From an optimization exercise on the open Yosys and OpenROAD flow, aimed at small area; shortcuts taken in it are not production practice.
Only simulation tests tie the RTL to the original design; equivalence was not proved.
Power and IR drop assume default switching activity.

==> run A <==
==> flow/design.v <==
module camp_watch (
    input  wire        clk,
    input  wire        rst,           
    input  wire        tick,
    output wire        busy,
    input  wire        cfg_req,
    input  wire        cfg_we,
    input  wire        cfg_secure,
    input  wire [11:0] cfg_addr,
    input  wire [31:0] cfg_wdata,
    output reg         cfg_ack,
    output reg  [31:0] cfg_rdata,
    input  wire [7:0]  wpin,
    input  wire [31:0] tbase,
    output reg         rd_req,
    output reg         rd_kind,
    output wire [31:0] rd_src,
    output wire        rd_world,
    input  wire        rd_ack,
    input  wire        rd_ok,
    input  wire [31:0] rd_data,
    output reg         act_req,
    output reg  [2:0]  act_code,
    output wire [2:0]  act_entry,
    output reg  [31:0] act_arg,
    output wire [31:0] act_src,
    output wire [31:0] act_sample,
    output wire [15:0] act_match,
    output wire        act_world,
    input  wire        act_ack,
    input  wire        act_ok
);
    localparam [21:0] PERIOD_MAX = 22'd3600000;
    reg [8*1-1:0]  en_r;
    reg [8*2-1:0]  kind_r;
    reg [8*3-1:0]  op_r;
    reg [8*3-1:0]  action_r;
    reg [8*1-1:0]  oneshot_r;
    reg [8*1-1:0]  world_r;
    reg [8*1-1:0]  fired_r;
    reg [8*22-1:0] period_r;
    reg [8*32-1:0] src_r;
    reg [8*32-1:0] mask_r;
    reg [8*32-1:0] value_r;
    reg [8*32-1:0] arg_r;
    reg [8*32-1:0] last_r;
    reg [8*12-1:0] match_r;
    reg [8*12-1:0] skip_r;
    reg [8*22-1:0] rem_r;      
    reg [8*1-1:0]  havem_r;    
    reg  [2:0] ptr;            
    reg        sweep;          
    wire        en_e      = sweep ? 1'b0         : en_r[0];
    wire [1:0]  kind_e    = sweep ? 2'd0         : kind_r[1:0];
    wire [2:0]  op_e      = sweep ? 3'd0         : op_r[2:0];
    wire [2:0]  action_e  = sweep ? 3'd0         : action_r[2:0];
    wire        oneshot_e = sweep ? 1'b0         : oneshot_r[0];
    wire        world_e   = sweep ? 1'b0         : world_r[0];
    wire        fired_e   = sweep ? 1'b0         : fired_r[0];
    wire [21:0] period_e  = sweep ? 22'd1000     : period_r[21:0];
    wire [31:0] src_e     = sweep ? 32'd0        : src_r[31:0];
    wire [31:0] mask_e    = sweep ? 32'hFFFFFFFF : mask_r[31:0];
    wire [31:0] value_e   = sweep ? 32'd0        : value_r[31:0];
    wire [31:0] arg_e     = sweep ? 32'd0        : arg_r[31:0];
    wire [31:0] last_e    = sweep ? 32'd0        : last_r[31:0];
    wire [11:0] match_e   = sweep ? 12'd0        : match_r[11:0];
    wire [11:0] skip_e    = sweep ? 12'd0        : skip_r[11:0];
    wire [21:0] rem_e     = rem_r[21:0];        
    wire        havem_e   = havem_r[0];         
    reg        g_en;
    reg        cfgerr;
    localparam S_IDLE = 3'd0, S_SCAN = 3'd1, S_READ = 3'd2, S_EVAL = 3'd3,
               S_ACT  = 3'd4, S_FIX  = 3'd5, S_DONE = 3'd6;
    reg [2:0]  state;
    reg [2:0]  idx;
    reg        s_ok;
    reg [31:0] s_val;
    reg [31:0] h_src;
    reg        h_world;
    reg [11:0] h_match;
    assign busy       = (state != S_IDLE);
    assign rd_src     = h_src;
    assign rd_world   = h_world;
    assign act_src    = h_src;
    assign act_world  = h_world;
    assign act_entry  = idx;
    assign act_sample = s_val;
    assign act_match  = {4'd0, h_match};
    wire        is_g0   = (cfg_addr[11:2] == 10'd0);
    wire        is_g1   = (cfg_addr[11:2] == 10'd1);
    wire        is_ent  = (cfg_addr[11:8] == 4'h1) || (cfg_addr[11:8] == 4'h2);
    wire [2:0]  c_ent   = cfg_addr[8:6];
    wire [3:0]  c_off   = cfg_addr[5:2];
    wire [2:0]  w_op     = (cfg_wdata[5:3] == 3'd7) ? 3'd6 : cfg_wdata[5:3];
    wire [2:0]  w_action = (cfg_wdata[8:6] == 3'd7) ? 3'd0 : cfg_wdata[8:6];
    wire [21:0] w_period = (cfg_wdata[21:0] == 22'd0) ? 22'd1 :
                           (cfg_wdata[21:0] > PERIOD_MAX) ? PERIOD_MAX : cfg_wdata[21:0];
    wire        c_go    = cfg_req && !cfg_ack && !busy && (!is_ent || (c_ent == ptr));
    wire        hd_cfg  = c_go && cfg_we && is_ent && !(world_e && !cfg_secure);
    wire        w_ctl   = hd_cfg && (c_off == 4'd0);
    wire        w_keep  = w_ctl && en_e && cfg_wdata[0];           
    wire        w_apply = w_ctl && !(en_e && cfg_wdata[0]);        
    wire        w_new   = w_apply && cfg_wdata[0];                 
    wire        w_fld   = hd_cfg && !en_e;
    wire        w_err   = (w_keep && (cfg_wdata[2:1] != kind_e || w_op != op_e ||
                                      w_action != action_e || cfg_wdata[9] != oneshot_e)) ||
                          (hd_cfg && en_e && c_off != 4'd0 && c_off <= 4'd5);
    wire        at_idx  = (ptr == idx);
    wire        hd_scan = (state == S_SCAN) && at_idx;
    wire        hd_eval = (state == S_EVAL) && at_idx;
    wire        hd_fix  = (state == S_FIX)  && at_idx;
    wire        rem_le1 = (rem_e[21:1] == 21'd0);
    wire        due     = g_en && en_e && rem_le1;
    wire        direct  = hd_scan && due && kind_e[1];             
    wire [31:0] s_cur   = (state == S_EVAL) ? s_val : (kind_e[0] ? tbase : {24'd0, wpin});
    wire        ev      = hd_eval || direct;
    wire        ev_ok   = ev && ((state == S_EVAL) ? s_ok : 1'b1);
    wire        ev_fail = hd_eval && !s_ok;
    wire [31:0] cur_m   = s_cur & mask_e;
    wire [31:0] cur_prv = last_e & mask_e;
    reg         cur_hit;
    always @(*) begin
        case (op_e)
            3'd0: cur_hit = (cur_m == value_e);
            3'd1: cur_hit = (cur_m != value_e);
            3'd2: cur_hit = (cur_m <  value_e);
            3'd3: cur_hit = (cur_m >= value_e);
            3'd4: cur_hit = havem_e && (cur_m != cur_prv);
            3'd5: cur_hit = havem_e && (cur_m == value_e) && (cur_prv != value_e);
            default: cur_hit = 1'b1;
        endcase
    end
    wire        hit      = ev_ok && cur_hit;
    wire        refuse   = (action_e == 3'd3) && (arg_e[1:0] == 2'd3);
    wire        do_act   = hit && !refuse && (action_e != 3'd0);
    wire [11:0] match_inc = (match_e == 12'hFFF) ? 12'hFFF : match_e + 12'd1;
    wire [11:0] skip_inc  = (skip_e  == 12'hFFF) ? 12'hFFF : skip_e  + 12'd1;
    wire        skip_up   = ev_fail || (hit && refuse) || hd_fix;
    wire        en_d      = w_apply ? cfg_wdata[0] : ((hit && oneshot_e) ? 1'b0 : en_e);
    wire [1:0]  kind_d    = w_apply ? cfg_wdata[2:1] : kind_e;
    wire [2:0]  op_d      = w_apply ? w_op : op_e;
    wire [2:0]  action_d  = w_apply ? w_action : action_e;
    wire        oneshot_d = w_apply ? cfg_wdata[9] : oneshot_e;
    wire        world_d   = w_apply ? cfg_secure : world_e;
    wire        fired_d   = (w_ctl && cfg_wdata[11]) ? 1'b0 : (hit ? 1'b1 : fired_e);
    wire [21:0] period_d  = (w_fld && c_off == 4'd1) ? w_period  : period_e;
    wire [31:0] src_d     = (w_fld && c_off == 4'd2) ? cfg_wdata : src_e;
    wire [31:0] mask_d    = (w_fld && c_off == 4'd3) ? cfg_wdata : mask_e;
    wire [31:0] value_d   = (w_fld && c_off == 4'd4) ? cfg_wdata : value_e;
    wire [31:0] arg_d     = (w_fld && c_off == 4'd5) ? cfg_wdata : arg_e;
    wire [31:0] last_d    = ev_ok ? s_cur : last_e;
    wire [11:0] match_d   = hit ? match_inc : match_e;
    wire [11:0] skip_d    = skip_up ? skip_inc : skip_e;
    wire [21:0] rem_d     = w_new ? 22'd0 :
                            hd_scan ? (due ? period_e : (rem_le1 ? 22'd0 : rem_e - 22'd1)) :
                            rem_e;
    wire        havem_d   = ev_ok ? 1'b1 : (w_new ? 1'b0 : havem_e);
    always @(posedge clk) begin
        en_r      <= {en_d,      en_r[7:1]};
        kind_r    <= {kind_d,    kind_r[15:2]};
        op_r      <= {op_d,      op_r[23:3]};
        action_r  <= {action_d,  action_r[23:3]};
        oneshot_r <= {oneshot_d, oneshot_r[7:1]};
        world_r   <= {world_d,   world_r[7:1]};
        fired_r   <= {fired_d,   fired_r[7:1]};
        period_r  <= {period_d,  period_r[8*22-1:22]};
        src_r     <= {src_d,     src_r[8*32-1:32]};
        mask_r    <= {mask_d,    mask_r[8*32-1:32]};
        value_r   <= {value_d,   value_r[8*32-1:32]};
        arg_r     <= {arg_d,     arg_r[8*32-1:32]};
        last_r    <= {last_d,    last_r[8*32-1:32]};
        match_r   <= {match_d,   match_r[8*12-1:12]};
        skip_r    <= {skip_d,    skip_r[8*12-1:12]};
        rem_r     <= {rem_d,     rem_r[8*22-1:22]};
        havem_r   <= {havem_d,   havem_r[7:1]};
    end
    reg        rs_g0, rs_g1, rs_ent;
    reg  [3:0] rs_off;
    always @(posedge clk) begin
        rs_g0  <= is_g0;
        rs_g1  <= is_g1;
        rs_ent <= is_ent;
        rs_off <= c_off;
    end
    always @(*) begin
        cfg_rdata = 32'd0;
        if (rs_g0)
            cfg_rdata = {16'd0, 8'd8, 7'd0, g_en};
        else if (rs_g1)
            cfg_rdata = {29'd0, cfgerr, 1'b0, busy};
        else if (rs_ent) begin
            case (rs_off)
                4'd0: cfg_rdata = {20'd0, fired_r[7], world_r[7], oneshot_r[7], action_r[23:21],
                                   op_r[23:21], kind_r[15:14], en_r[7]};
                4'd1: cfg_rdata = {10'd0, period_r[8*22-1 -: 22]};
                4'd2: cfg_rdata = src_r[8*32-1 -: 32];
                4'd3: cfg_rdata = mask_r[8*32-1 -: 32];
                4'd4: cfg_rdata = value_r[8*32-1 -: 32];
                4'd5: cfg_rdata = arg_r[8*32-1 -: 32];
                4'd6: cfg_rdata = last_r[8*32-1 -: 32];
                4'd7: cfg_rdata = {20'd0, match_r[8*12-1 -: 12]};
                4'd8: cfg_rdata = {20'd0, skip_r[8*12-1 -: 12]};
                default: cfg_rdata = 32'd0;
            endcase
        end
    end
    reg  [31:0] i3c_keep;
    always @(*) begin
        case (h_src[17:16])
            2'd0: i3c_keep = 32'h0000_00FF;
            2'd1: i3c_keep = 32'h0000_FFFF;
            2'd2: i3c_keep = 32'h00FF_FFFF;
            default: i3c_keep = 32'hFFFF_FFFF;
        endcase
    end
    wire last_idx = (idx == 3'd7);
    always @(posedge clk) begin
        if (hd_scan && due) begin
            h_src    <= src_e;
            h_world  <= world_e;
            rd_kind  <= kind_e[0];
            act_code <= action_e;
            act_arg  <= arg_e;
        end
        if (direct)
            s_val <= s_cur;
        else if (state == S_READ && rd_ack)
            s_val <= rd_kind ? (rd_data & i3c_keep) : rd_data;
        if (state == S_READ && rd_ack)
            s_ok <= rd_ok;
        if (ev)
            h_match <= match_inc;
        if (rst) begin
            ptr     <= 3'd0;
            sweep   <= 1'b1;
            g_en    <= 1'b0;
            cfgerr  <= 1'b0;
            cfg_ack <= 1'b0;
            state   <= S_IDLE;
            idx     <= 3'd0;
            rd_req  <= 1'b0;
            act_req <= 1'b0;
        end else begin
            ptr   <= ptr + 3'd1;
            if (ptr == 3'd7)
                sweep <= 1'b0;
            cfg_ack <= c_go;
            if (c_go && cfg_we) begin
                if (is_g0 && cfg_secure)
                    g_en <= cfg_wdata[0];
                if (is_g1 && cfg_wdata[2])
                    cfgerr <= 1'b0;
            end
            if (w_err)
                cfgerr <= 1'b1;
            case (state)
                S_IDLE: begin
                    if (tick) begin
                        idx   <= 3'd0;
                        state <= S_SCAN;
                    end
                end
                S_SCAN: begin
                    if (at_idx) begin
                        if (due && !kind_e[1]) begin
                            rd_req <= 1'b1;
                            state  <= S_READ;
                        end else if (do_act) begin
                            act_req <= 1'b1;
                            state   <= S_ACT;
                        end else begin
                            idx <= idx + 3'd1;
                            if (last_idx) state <= S_IDLE;
                        end
                    end
                end
                S_READ: begin
                    if (rd_ack) begin
                        rd_req <= 1'b0;
                        state  <= S_EVAL;
                    end
                end
                S_EVAL: begin
                    if (at_idx) begin
                        if (do_act) begin
                            act_req <= 1'b1;
                            state   <= S_ACT;
                        end else begin
                            idx   <= idx + 3'd1;
                            state <= last_idx ? S_IDLE : S_SCAN;
                        end
                    end
                end
                S_ACT: begin
                    if (act_ack) begin
                        act_req <= 1'b0;
                        if (!act_ok)
                            state <= S_FIX;
                        else begin
                            idx   <= idx + 3'd1;
                            state <= last_idx ? S_DONE : S_SCAN;
                        end
                    end
                end
                S_DONE: state <= S_IDLE;
                default: begin    
                    if (at_idx) begin
                        idx   <= idx + 3'd1;
                        state <= last_idx ? S_IDLE : S_SCAN;
                    end
                end
            endcase
        end
    end
endmodule
==> flow/flow/run.sh <==
#!/bin/bash
# The standard layout (standard.sh, unchanged synthesis, floorplan, power grid and
# routing) with two settings of its own:
#  - ports are buffered with the smallest buffer, sky130_fd_sc_hd__buf_1;
#  - clock tree synthesis builds small clusters of clkbuf_4 leaf buffers and
#    inserts no dummy loads.
# The make output goes to flow_make.log in this folder; ORFS keeps each tool's own
# log under orfs/logs/.
set -euo pipefail
export BUFFER_PORTS_ARGS="-buffer_cell sky130_fd_sc_hd__buf_1"
export CTS_ARGS="-sink_clustering_enable -repair_clock_nets -dont_use_dummy_load -buf_list sky130_fd_sc_hd__clkbuf_4 -sink_clustering_size 10 -sink_clustering_max_diameter 40"
bash standard.sh finish > flow_make.log 2>&1
==> flow/standard.sh <==
#!/bin/bash
# synth_recipe.tcl (not shown) runs the flow's synth.tcl, then flattens the netlist and writes it again
# the make line also repeats each setting of config.mk as NAME=value (left out here)
make -C /OpenROAD-flow-scripts/flow DESIGN_CONFIG=/design/flow/config.mk WORK_HOME=/design/flow/orfs CLKGATE_MAP_FILE= SYNTH_SCRIPT=/design/flow/synth_recipe.tcl "${@:-finish}"
==> flow/config.mk <==
export PLATFORM = sky130hd
export DESIGN_NAME = camp_watch
export DESIGN_NICKNAME = camp_watch
export VERILOG_FILES = /design/flow/design.v
export SDC_FILE = /design/flow/constraint.sdc
export NUM_CORES = 4
export LEC_CHECK = 0
export CAP_MARGIN = 20
export CORE_MARGIN = 2
export CORE_UTILIZATION = 65
export PLACE_DENSITY = 0.75
export SLEW_MARGIN = 20
==> flow/constraint.sdc <==
create_clock -name core_clock -period 10.0 [get_ports {clk}]
set_input_delay 2.0000 -clock core_clock [delete_from_list [all_inputs] [get_ports {clk}]]
set_output_delay 2.0000 -clock core_clock [all_outputs]
set_load 0.01 [all_outputs]
==> run K: changes against run A <==
--- a/flow/design.v
+++ b/flow/design.v
@@ -65,8 +65,8 @@
     wire [31:0] last_e    = sweep ? 32'd0        : last_r[31:0];
     wire [11:0] match_e   = sweep ? 12'd0        : match_r[11:0];
     wire [11:0] skip_e    = sweep ? 12'd0        : skip_r[11:0];
-    wire [21:0] rem_e     = rem_r[21:0];        
-    wire        havem_e   = havem_r[0];         
+    wire [21:0] rem_e     = sweep ? 22'd0        : rem_r[21:0];
+    wire        havem_e   = sweep ? 1'b0         : havem_r[0];
     reg        g_en;
     reg        cfgerr;
     localparam S_IDLE = 3'd0, S_SCAN = 3'd1, S_READ = 3'd2, S_EVAL = 3'd3,
@@ -174,36 +174,30 @@
         rem_r     <= {rem_d,     rem_r[8*22-1:22]};
         havem_r   <= {havem_d,   havem_r[7:1]};
     end
-    reg        rs_g0, rs_g1, rs_ent;
-    reg  [3:0] rs_off;
-    always @(posedge clk) begin
-        rs_g0  <= is_g0;
-        rs_g1  <= is_g1;
-        rs_ent <= is_ent;
-        rs_off <= c_off;
-    end
+    reg [31:0] rdata_next;
     always @(*) begin
-        cfg_rdata = 32'd0;
-        if (rs_g0)
-            cfg_rdata = {16'd0, 8'd8, 7'd0, g_en};
-        else if (rs_g1)
-            cfg_rdata = {29'd0, cfgerr, 1'b0, busy};
-        else if (rs_ent) begin
-            case (rs_off)
-                4'd0: cfg_rdata = {20'd0, fired_r[7], world_r[7], oneshot_r[7], action_r[23:21],
-                                   op_r[23:21], kind_r[15:14], en_r[7]};
-                4'd1: cfg_rdata = {10'd0, period_r[8*22-1 -: 22]};
-                4'd2: cfg_rdata = src_r[8*32-1 -: 32];
-                4'd3: cfg_rdata = mask_r[8*32-1 -: 32];
-                4'd4: cfg_rdata = value_r[8*32-1 -: 32];
-                4'd5: cfg_rdata = arg_r[8*32-1 -: 32];
-                4'd6: cfg_rdata = last_r[8*32-1 -: 32];
-                4'd7: cfg_rdata = {20'd0, match_r[8*12-1 -: 12]};
-                4'd8: cfg_rdata = {20'd0, skip_r[8*12-1 -: 12]};
-                default: cfg_rdata = 32'd0;
+        rdata_next = 32'd0;
+        if (is_g0)
+            rdata_next = {16'd0, 8'd8, 7'd0, g_en};
+        else if (is_g1)
+            rdata_next = {29'd0, cfgerr, 1'b0, busy};
+        else if (is_ent) begin
+            case (c_off)
+                4'd0: rdata_next = {20'd0, fired_e, world_e, oneshot_e, action_e, op_e, kind_e, en_e};
+                4'd1: rdata_next = {10'd0, period_e};
+                4'd2: rdata_next = src_e;
+                4'd3: rdata_next = mask_e;
+                4'd4: rdata_next = value_e;
+                4'd5: rdata_next = arg_e;
+                4'd6: rdata_next = last_e;
+                4'd7: rdata_next = {20'd0, match_e};
+                4'd8: rdata_next = {20'd0, skip_e};
+                default: rdata_next = 32'd0;
             endcase
         end
     end
+    always @(posedge clk)
+        cfg_rdata <= rdata_next;
     reg  [31:0] i3c_keep;
     always @(*) begin
         case (h_src[17:16])
==> flow/run.sh (new file) <==
#!/bin/bash
# synth_recipe.tcl (not shown) runs the flow's synth.tcl, then flattens the netlist and writes it again
# the make line also repeats each setting of config.mk as NAME=value (left out here)
make -C /OpenROAD-flow-scripts/flow DESIGN_CONFIG=/design/flow/config.mk WORK_HOME=/design/flow/orfs CLKGATE_MAP_FILE= SYNTH_SCRIPT=/design/flow/synth_recipe.tcl finish
- CORE_UTILIZATION: 65 -> 45
- PLACE_DENSITY: 0.75 -> 0.6
removed: flow/flow/run.sh
removed: flow/standard.sh
==> run H: changes against run A <==
--- a/flow/design.v
+++ b/flow/design.v
@@ -65,8 +65,8 @@
     wire [31:0] last_e    = sweep ? 32'd0        : last_r[31:0];
     wire [11:0] match_e   = sweep ? 12'd0        : match_r[11:0];
     wire [11:0] skip_e    = sweep ? 12'd0        : skip_r[11:0];
-    wire [21:0] rem_e     = rem_r[21:0];        
-    wire        havem_e   = havem_r[0];         
+    wire [21:0] rem_e     = sweep ? 22'd0        : rem_r[21:0];
+    wire        havem_e   = sweep ? 1'b0         : havem_r[0];
     reg        g_en;
     reg        cfgerr;
     localparam S_IDLE = 3'd0, S_SCAN = 3'd1, S_READ = 3'd2, S_EVAL = 3'd3,
@@ -174,36 +174,30 @@
         rem_r     <= {rem_d,     rem_r[8*22-1:22]};
         havem_r   <= {havem_d,   havem_r[7:1]};
     end
-    reg        rs_g0, rs_g1, rs_ent;
-    reg  [3:0] rs_off;
-    always @(posedge clk) begin
-        rs_g0  <= is_g0;
-        rs_g1  <= is_g1;
-        rs_ent <= is_ent;
-        rs_off <= c_off;
-    end
+    reg [31:0] rdata_next;
     always @(*) begin
-        cfg_rdata = 32'd0;
-        if (rs_g0)
-            cfg_rdata = {16'd0, 8'd8, 7'd0, g_en};
-        else if (rs_g1)
-            cfg_rdata = {29'd0, cfgerr, 1'b0, busy};
-        else if (rs_ent) begin
-            case (rs_off)
-                4'd0: cfg_rdata = {20'd0, fired_r[7], world_r[7], oneshot_r[7], action_r[23:21],
-                                   op_r[23:21], kind_r[15:14], en_r[7]};
-                4'd1: cfg_rdata = {10'd0, period_r[8*22-1 -: 22]};
-                4'd2: cfg_rdata = src_r[8*32-1 -: 32];
-                4'd3: cfg_rdata = mask_r[8*32-1 -: 32];
-                4'd4: cfg_rdata = value_r[8*32-1 -: 32];
-                4'd5: cfg_rdata = arg_r[8*32-1 -: 32];
-                4'd6: cfg_rdata = last_r[8*32-1 -: 32];
-                4'd7: cfg_rdata = {20'd0, match_r[8*12-1 -: 12]};
-                4'd8: cfg_rdata = {20'd0, skip_r[8*12-1 -: 12]};
-                default: cfg_rdata = 32'd0;
+        rdata_next = 32'd0;
+        if (is_g0)
+            rdata_next = {16'd0, 8'd8, 7'd0, g_en};
+        else if (is_g1)
+            rdata_next = {29'd0, cfgerr, 1'b0, busy};
+        else if (is_ent) begin
+            case (c_off)
+                4'd0: rdata_next = {20'd0, fired_e, world_e, oneshot_e, action_e, op_e, kind_e, en_e};
+                4'd1: rdata_next = {10'd0, period_e};
+                4'd2: rdata_next = src_e;
+                4'd3: rdata_next = mask_e;
+                4'd4: rdata_next = value_e;
+                4'd5: rdata_next = arg_e;
+                4'd6: rdata_next = last_e;
+                4'd7: rdata_next = {20'd0, match_e};
+                4'd8: rdata_next = {20'd0, skip_e};
+                default: rdata_next = 32'd0;
             endcase
         end
     end
+    always @(posedge clk)
+        cfg_rdata <= rdata_next;
     reg  [31:0] i3c_keep;
     always @(*) begin
         case (h_src[17:16])
==> flow/run.sh (new file) <==
#!/bin/bash
# synth_recipe.tcl (not shown) runs the flow's synth.tcl, then flattens the netlist and writes it again
# the make line also repeats each setting of config.mk as NAME=value (left out here)
make -C /OpenROAD-flow-scripts/flow DESIGN_CONFIG=/design/flow/config.mk WORK_HOME=/design/flow/orfs CLKGATE_MAP_FILE= SYNTH_SCRIPT=/design/flow/synth_recipe.tcl finish
removed: flow/flow/run.sh
removed: flow/standard.sh
==> comparison table <==
Fill cells: run H 4779; run K 9985; run A 5632
Non-CTS buffers: run H 353; run K 363; run A 357
Relative area of non-clock buffer cells in the final design: run H 5.33%; run K 5.34%; run A 2.65%
Maximum clock frequency: run H 156 MHz; run K 158 MHz; run A 154 MHz
Post-synthesis mux area share: run H 1.99%; run K 1.99%; run A 2.11%
Number of cells on the critical path: run H 18; run K 18; run A 15
Routed vias/inst: run H 5.69; run K 5.03; run A 5.63
Core region area: run H 0.0824 mm^2; run K 0.120 mm^2; run A 0.0818 mm^2
Most numerous cell on the critical path: run H sky130_fd_sc_hd__nor2_1; run K sky130_fd_sc_hd__mux2i_1; run A sky130_fd_sc_hd__nand3_1
Capturing instance or port of the critical path: run H idx[0]$_SDFFE_PP0P_; run K skip_r[95]$_DFF_P_; run A skip_r[94]$_DFF_P_
Proportion of cell area occupied by multi-input gates: run H 16.0%; run K 15.8%; run A 17.7%
Run status: run H timing/DRC/antenna clean; run K timing/DRC/antenna clean; run A timing/DRC/antenna clean
Met1 Usage GRT: run H 42.0%; run K 32.1%; run A 44.1%
Metal3 WL: run H 12900 um; run K 11200 um; run A 11200 um
Cell area after placement: run H 0.0582 mm^2; run K 0.0589 mm^2; run A 0.0556 mm^2
Met2 usage: run H 50.3%; run K 34.6%; run A 40.7%
Headroom to the max-slew limit: run H 20.0%; run K 14.4%; run A 25.2%
Unique masters post-synth: run H 88; run K 88; run A 101
Number of sequential cells in the layout: run H 2089; run K 2089; run A 2064
Via count of the first global-routing pass: run H 31500; run K 29000; run A 28300
Detailed-routed wire length on met2: run H 63300 um; run K 62200 um; run A 51600 um
Power dissipated in combinational cells: run H 0.000475 W; run K 0.000489 W; run A 0.000784 W
Master of the slowest instance on the critical path: run H sky130_fd_sc_hd__nor2_1; run K sky130_fd_sc_hd__inv_2; run A sky130_fd_sc_hd__nor4_1
Clk root buf: run H sky130_fd_sc_hd__clkbuf_16; run K sky130_fd_sc_hd__clkbuf_16; run A sky130_fd_sc_hd__clkbuf_4
Total global routing track utilization: run H 32.1%; run K 23.1%; run A 28.8%

re-timing with driven ports:
The flow's constraints put no driver on any port. The routed layouts listed below were extracted and timed again, unchanged, in two steps. Step 1, drivers: a clkbuf_16 drives clk and a buf_2 each remaining input, both assumed. Step 2 moves the port delays by t, midway between the first and last clock arrival at a register: inputs arrive t later, outputs are due t later. That takes back most of the time a late clock gives input paths. Slacks: no drivers / after step 1 / after step 2; pairs: no drivers / after step 1.
run | shift t [ns] | setup slack, ns | hold slack, ns | worst register clock-pin slew, ns
run A | 1.111 | 3.498 / 3.498 / 2.972 | 0.247 / 0.247 / 0.247 | 0.11 / 0.11
run K | 0.849 | 3.681 / 3.681 / 3.063 | 0.293 / 0.293 / 0.293 | 0.07 / 0.07
run H | 0.831 | 3.607 / 3.607 / 3.079 | 0.311 / 0.311 / 0.311 | 0.07 / 0.07
After both steps setup and hold are still met in every run listed. The setup slack of run K, which loses most, moves by 0.000 ns with the drivers and by -0.618 ns with both steps.
